Source: an optimization exercise on an open RTL-to-GDS flow (aim: small area, a short achievable clock period and few clock cycles per item). Production flows keep margins and buffers that such runs may drop. The RTL was checked by simulation tests, not by an equivalence proof against the original design.

## build 96
## fma_unit
module fma_unit (
    input  wire        clk,
    input  wire        rst,         
    input  wire        in_valid,
    output wire        in_ready,
    input  wire [31:0] a,
    input  wire [31:0] b,
    input  wire [31:0] c,
    output wire        out_valid,
    output wire [31:0] y
);
For scale: about 4200 cells after synthesis, about 130 I/O pins.
clock: 32.0 ns
lec_check: 0
cap_margin: 20
core_margin: 2
core_utilization: 70
cts_cluster_diameter: 120
cts_cluster_size: 25
place_density: 0.78
setup_slack_margin: 5
slew_margin: 20
synth_hierarchical: 1
synth_minimum_keep_size: 0
standard.sh (not shown) runs the stock make flow with config.mk's settings and CLKGATE_MAP_FILE= SYNTH_SCRIPT=/design/flow/synth_recipe.tcl, a recipe that flattens the netlist after the stock synthesis.
==> flow/flow/run.sh <==
#!/bin/bash
set -euo pipefail
MARGIN=24.55
grep -q 'SETUP_SLACK_MARGIN=5' standard.sh
grep -q 'CLKGATE_MAP_FILE= ' standard.sh
sed -e "s/SETUP_SLACK_MARGIN=5/SETUP_SLACK_MARGIN=${MARGIN}/" \
    -e "s/CLKGATE_MAP_FILE= /CLKGATE_MAP_FILE= 'BUFFER_PORTS_ARGS=-buffer_cell sky130_fd_sc_hd__buf_1' /" \
    standard.sh > standard_custom.sh
grep -q "SETUP_SLACK_MARGIN=${MARGIN}" standard_custom.sh
grep -q "BUFFER_PORTS_ARGS" standard_custom.sh
bash standard_custom.sh > make.log 2>&1
The final layout from build 96, which completed every stage, passed the timing, DRC and antenna checks at the end of the flow.
Testbench counts of build 96, summed over its fixed seeds: cycles 24,032, items 24,000.
Edits applied to the flow inputs when going from build 96 to build 71:
# build 96
export LEC_CHECK = 0
export CAP_MARGIN = 20
export CORE_MARGIN = 2
export CORE_UTILIZATION = 70
export CTS_CLUSTER_DIAMETER = 120
export CTS_CLUSTER_SIZE = 25
export PLACE_DENSITY = 0.78
export SETUP_SLACK_MARGIN = 5
export SLEW_MARGIN = 20
export SYNTH_HIERARCHICAL = 1
export SYNTH_MINIMUM_KEEP_SIZE = 0
create_clock -name core_clock -period 32.0 [get_ports {clk}]
# build 71
export LEC_CHECK = 0
export CAP_MARGIN = 20
export CORE_MARGIN = 2
export CORE_UTILIZATION = 80
export CTS_CLUSTER_DIAMETER = 120
export CTS_CLUSTER_SIZE = 25
export GPL_TIMING_DRIVEN = 1
export PLACE_DENSITY = 0.86
export SETUP_SLACK_MARGIN = 5
export SLEW_MARGIN = 20
export SYNTH_HIERARCHICAL = 1
export SYNTH_MINIMUM_KEEP_SIZE = 0
create_clock -name core_clock -period 32.0 [get_ports {clk}]
Results
- Cmp build 71 and build 96 / global-route usage / higher: build 71
- Comparing setup slack at placement for build 71 and build 96, the bigger number came from build 71.
- Between build 96 and build 71, the flow reports sum of met2 wire segment lengths after detailed routing increasing by a few percent.
- Relative to build 96, maximum frequency has decreased by about 0.4% in build 71.
- Diff build 71..build 96 | layout multi-input combinational cell count | negligible
- When build 71 is measured against build 96, its die area turns out 6900 um2 lower.
- Comparing build 71 and build 96, the lower worst setup margin was measured on build 71.
- On starting density of the core: between build 71 and build 96, it ends up lower for build 96.
diff inputs: build 71 => build 95
# build 71
export LEC_CHECK = 0
export CAP_MARGIN = 20
export CORE_MARGIN = 2
export CORE_UTILIZATION = 80
export CTS_CLUSTER_DIAMETER = 120
export CTS_CLUSTER_SIZE = 25
export GPL_TIMING_DRIVEN = 1
export PLACE_DENSITY = 0.86
export SETUP_SLACK_MARGIN = 5
export SLEW_MARGIN = 20
export SYNTH_HIERARCHICAL = 1
export SYNTH_MINIMUM_KEEP_SIZE = 0
create_clock -name core_clock -period 32.0 [get_ports {clk}]
# build 95
export LEC_CHECK = 0
export CAP_MARGIN = 20
export CORE_MARGIN = 2
export CORE_UTILIZATION = 70
export CTS_CLUSTER_DIAMETER = 120
export CTS_CLUSTER_SIZE = 25
export PLACE_DENSITY = 0.78
export SETUP_SLACK_MARGIN = 5
export SLEW_MARGIN = 20
export SYNTH_HIERARCHICAL = 1
export SYNTH_MINIMUM_KEEP_SIZE = 0
create_clock -name core_clock -period 32.0 [get_ports {clk}]
diff --git a/flow/flow/run.sh b/flow/flow/run.sh
--- a/flow/flow/run.sh
+++ b/flow/flow/run.sh
@@ -2,3 +2,3 @@
 set -euo pipefail
-MARGIN=24.55
+MARGIN=24.65
 grep -q 'SETUP_SLACK_MARGIN=5' standard.sh
## What came out
Wire length: build 95 vs build 71 down 9300 um
Going from build 71 to build 95, share of the final layout cell area in sequential cells comparable; number of tap cells inserted rose 15%; standard-cell row count moved up; number of ordinary and repair buffers in the finished layout higher.
Worst-case setup margin in the final layout was lower in the run labelled build 71.
Higher length of routed met3 wiring goes to build 71 over build 95.
Diff build 71..build 95 | multi-input combinational gate total | negligible
What build 36 does differently from build 95 at the input level:
# build 95
export LEC_CHECK = 0
export CAP_MARGIN = 20
export CORE_MARGIN = 2
export CORE_UTILIZATION = 70
export CTS_CLUSTER_DIAMETER = 120
export CTS_CLUSTER_SIZE = 25
export PLACE_DENSITY = 0.78
export SETUP_SLACK_MARGIN = 5
export SLEW_MARGIN = 20
export SYNTH_HIERARCHICAL = 1
export SYNTH_MINIMUM_KEEP_SIZE = 0
create_clock -name core_clock -period 32.0 [get_ports {clk}]
# build 36
export LEC_CHECK = 0
export CAP_MARGIN = 20
export CORE_MARGIN = 2
export CORE_UTILIZATION = 72
export CTS_CLUSTER_DIAMETER = 120
export CTS_CLUSTER_SIZE = 25
export GPL_TIMING_DRIVEN = 1
export PLACE_DENSITY = 0.8
export SETUP_SLACK_MARGIN = 5
export SLEW_MARGIN = 20
export SYNTH_HIERARCHICAL = 1
export SYNTH_MINIMUM_KEEP_SIZE = 0
create_clock -name core_clock -period 32.0 [get_ports {clk}]
diff --git a/flow/flow/run.sh b/flow/flow/run.sh
--- a/flow/flow/run.sh
+++ b/flow/flow/run.sh
@@ -2,3 +2,3 @@
 set -euo pipefail
-MARGIN=24.65
+MARGIN=24.55
 grep -q 'SETUP_SLACK_MARGIN=5' standard.sh
==> comparison <==
- Going from build 95 to build 36, the number of non-clock buffers in the layout was found to have gone down by 6.4%.
- Build 95 -> build 36: final standard cell count with taps included and fillers excluded decreased slightly
- Clock-buffer cell count delta for build 36 relative to build 95: 2 higher
- Routed wire length shrinks by a few percent when moving from build 95 to build 36.
- [compare] base=build 95 new=build 36: total number of vias shrank by 216, total area of sequential cells shrank by 0.33%, met2 layer usage reported by global route shrank by 1.2 points, routed length on met2 shrank by about 6%, sequential fraction of total cell area held steady.

[static timing again, ports no longer ideal]
No port has a modelled driver above. Below, the same layouts with a new extraction and two added sets of constraints. Step 1 sets driving cells, clkbuf_16 on the clock port and buf_2 on the other inputs (assumed; they add their load-dependent delay and slew). Step 2 adds t to the input delays and takes it off the output delays; t is the mean of the earliest and latest rising clock arrival at the registers after step 1. Input paths then give back, and output paths get back, about the clock's delay inside the block. Three values: ideal, step 1, step 2; two values: the first two.
run | t (ns) | setup slack, ns | clock arrival spread, ns | slew at the worst register clock pin (ns)
build 96 | 0.631 | 24.565 / 24.501 / 24.686 | 0.024 / 0.025 | 0.11 / 0.11
build 71 | 0.647 | 24.536 / 24.473 / 24.579 | 0.021 / 0.021 | 0.11 / 0.11
build 95 | 0.631 | 24.583 / 24.517 / 24.796 | 0.032 / 0.031 | 0.11 / 0.11
build 36 | 0.625 | 24.578 / 24.514 / 24.692 | 0.026 / 0.026 | 0.11 / 0.11
After both steps setup and hold are still met in every run listed.
